What follows belongs to an exercise in optimizing a design on an open flow for small area, a short achievable clock period and few clock cycles per item; a production flow would make more cautious choices.
Only simulation tests tie the RTL to the original design; equivalence was not proved.

## plate_backend
module plate_backend (
    input  wire        clk,
    input  wire        rst,           
    input  wire        in_valid,
    output wire        in_ready,
    input  wire [15:0] in_v,          
    input  wire [15:0] in_gain_f,     
    input  wire [15:0] in_gain_u,     
    input  wire [15:0] in_ofs_f,      
    input  wire [15:0] in_ofs_u,      
    input  wire [15:0] in_master,     
    input  wire [15:0] in_knee,       
    input  wire        in_split,      
    input  wire        in_dark,       
    input  wire [3:0]  in_depth,      
    input  wire [1:0]  in_dither,     
    input  wire [2:0]  in_px,         
    input  wire [2:0]  in_py,         
    input  wire [2:0]  in_t,          
    input  wire        in_lim_en,     
    input  wire [15:0] in_lim,        
    output wire        out_valid,
    input  wire        out_ready,
    output wire [13:0] out_code
);
Size in the first run: roughly 3,100 flip-flops, ~170 I/O pins, roughly 160,000 um2 of cells after synthesis.
Settings: LEC_CHECK=0, CAP_MARGIN=20, CORE_MARGIN=2, CORE_UTILIZATION=40, CTS_BUF_LIST=sky130_fd_sc_hd__clkbuf_4 sky130_fd_sc_hd__clkbuf_8 sky130_fd_sc_hd__clkbuf_16, CTS_CLUSTER_DIAMETER=100, CTS_CLUSTER_SIZE=32, PLACE_DENSITY=0.6, SETUP_SLACK_MARGIN=5, SLEW_MARGIN=20; clock period 11.0 ns.
run.sh (not shown) runs the stock make flow with config.mk's settings and CLKGATE_MAP_FILE= SYNTH_SCRIPT=/design/flow/synth_recipe.tcl, a recipe that flattens the netlist after the stock synthesis.
Testbench counts at the start, summed over its fixed seeds: cycles 3,352, items 3,200.
Then changed:
--- a/flow/config.mk
+++ b/flow/config.mk
@@ -11,3 +10,0 @@
-export CTS_BUF_LIST = sky130_fd_sc_hd__clkbuf_4 sky130_fd_sc_hd__clkbuf_8 sky130_fd_sc_hd__clkbuf_16
-export CTS_CLUSTER_DIAMETER = 100
-export CTS_CLUSTER_SIZE = 32
The new run produced a clean layout.
Routed wire length climbs by 1.8%.
Setup slack degrades by 0.0092 ns.
Die area stays the same.
Hold slack degrades by 0.042 ns.

---

== build 48 ==
Starting RTL as in the previous note.
Settings: LEC_CHECK=0, CAP_MARGIN=20, CORE_MARGIN=2, CORE_UTILIZATION=40, CTS_BUF_LIST=sky130_fd_sc_hd__clkbuf_4 sky130_fd_sc_hd__clkbuf_8 sky130_fd_sc_hd__clkbuf_16, CTS_CLUSTER_DIAMETER=80, CTS_CLUSTER_SIZE=24, PLACE_DENSITY=0.6, SETUP_SLACK_MARGIN=5, SLEW_MARGIN=20; clock period 11.0 ns.
Build 48 finished every step from synthesis to the final layout, and the layout passed the timing, DRC and antenna checks.
Testbench counts of build 48, summed over its fixed seeds: cycles 3,352, items 3,200.
## Diff of input files: build 3 against build 48
- a change of SETUP_SLACK_MARGIN from 5 to 4
- The slowest cell on the critical path comes out sky130_fd_sc_hd__a31oi_2 in one run and sky130_fd_sc_hd__dfxtp_1 in the other, namely in build 3 and build 48 respectively.
- [compare] base=build 48 new=build 3: ratio of cells with drive above 1 in the final layout comparable, core utilization held, routed length on met2 held steady, achievable clock frequency fell by about 6%, share of synthesized flip-flops with an asynchronous set or reset did not really move.
- Cmp build 48 and build 3 / number of DRC markers in iteration 0 / higher: build 48
- ~same combined flip-flop and latch cell area in build 48 and build 3
Input changes introduced in build 46 (baseline for comparison: build 3):
- an added TNS_END_PERCENT of 5
- a change of SETUP_SLACK_MARGIN from 4 to 5
Notes after the runs:
In summary, build 46 completed successfully, with a layout that passed the timing, DRC and antenna checks.
Both conditions hold for build 3: the flow ran to the end and the final layout passed the timing, DRC and antenna checks.
| number of logic inverters in the finished layout | build 46 vs build 3 | ≈ equal |
## Diff of input files: build 87 against build 46
- swapping 0.6 for 0.72 in PLACE_DENSITY
- swapping 40 for 60 in CORE_UTILIZATION
- clearing CTS_BUF_LIST, which used to be sky130_fd_sc_hd__clkbuf_4 sky130_fd_sc_hd__clkbuf_8 sky130_fd_sc_hd__clkbuf_16
- clearing CTS_CLUSTER_SIZE, which used to be 24
- clearing TNS_END_PERCENT, which used to be 5
- clearing CTS_CLUSTER_DIAMETER, which used to be 80
[summary]
In the reports for build 87 and build 46, the smaller horizontal die dimension belongs to build 87.
The insertion delay to the later sink of the worst-skew pair on build 87 is in line with that on build 46.
Build 87 against build 46: final area went up by 1.8%, first-pass GRT wire length rose about 3%.

-- port drivers added, routing unchanged --
No port has a modelled driver above. Below, the same layouts with a new extraction and two added sets of constraints. Step 1: set_driving_cell puts a clkbuf_16 on clk and a buf_2 on each other input, an assumption about the parent block. Step 2 moves the port delays by t, midway between the first and last clock arrival at a register: inputs arrive t later, outputs are due t later. That takes back most of the time a late clock gives input paths. Slacks: no drivers / after step 1 / after step 2; pairs: no drivers / after step 1.
run	t (ns)	slack for setup (ns)	worst hold slack (ns)	worst data-port slew with drivers (ns)
the first run of note 1	0.983	5.406 / 5.406 / 5.406	0.285 / 0.285 / 0.285	0.13
the second run of note 1	1.003	5.397 / 5.397 / 5.397	0.243 / 0.243 / 0.243	0.13
build 48	0.996	5.387 / 5.387 / 5.387	0.202 / 0.202 / 0.202	0.13
build 3	0.993	5.026 / 5.026 / 5.026	0.201 / 0.201 / 0.201	0.13
build 46	0.994	5.348 / 5.348 / 5.348	0.202 / 0.202 / 0.202	0.13
build 87	0.978	5.134 / 5.134 / 5.134	0.305 / 0.305 / 0.305	0.04
After both steps every run listed still meets setup and hold.
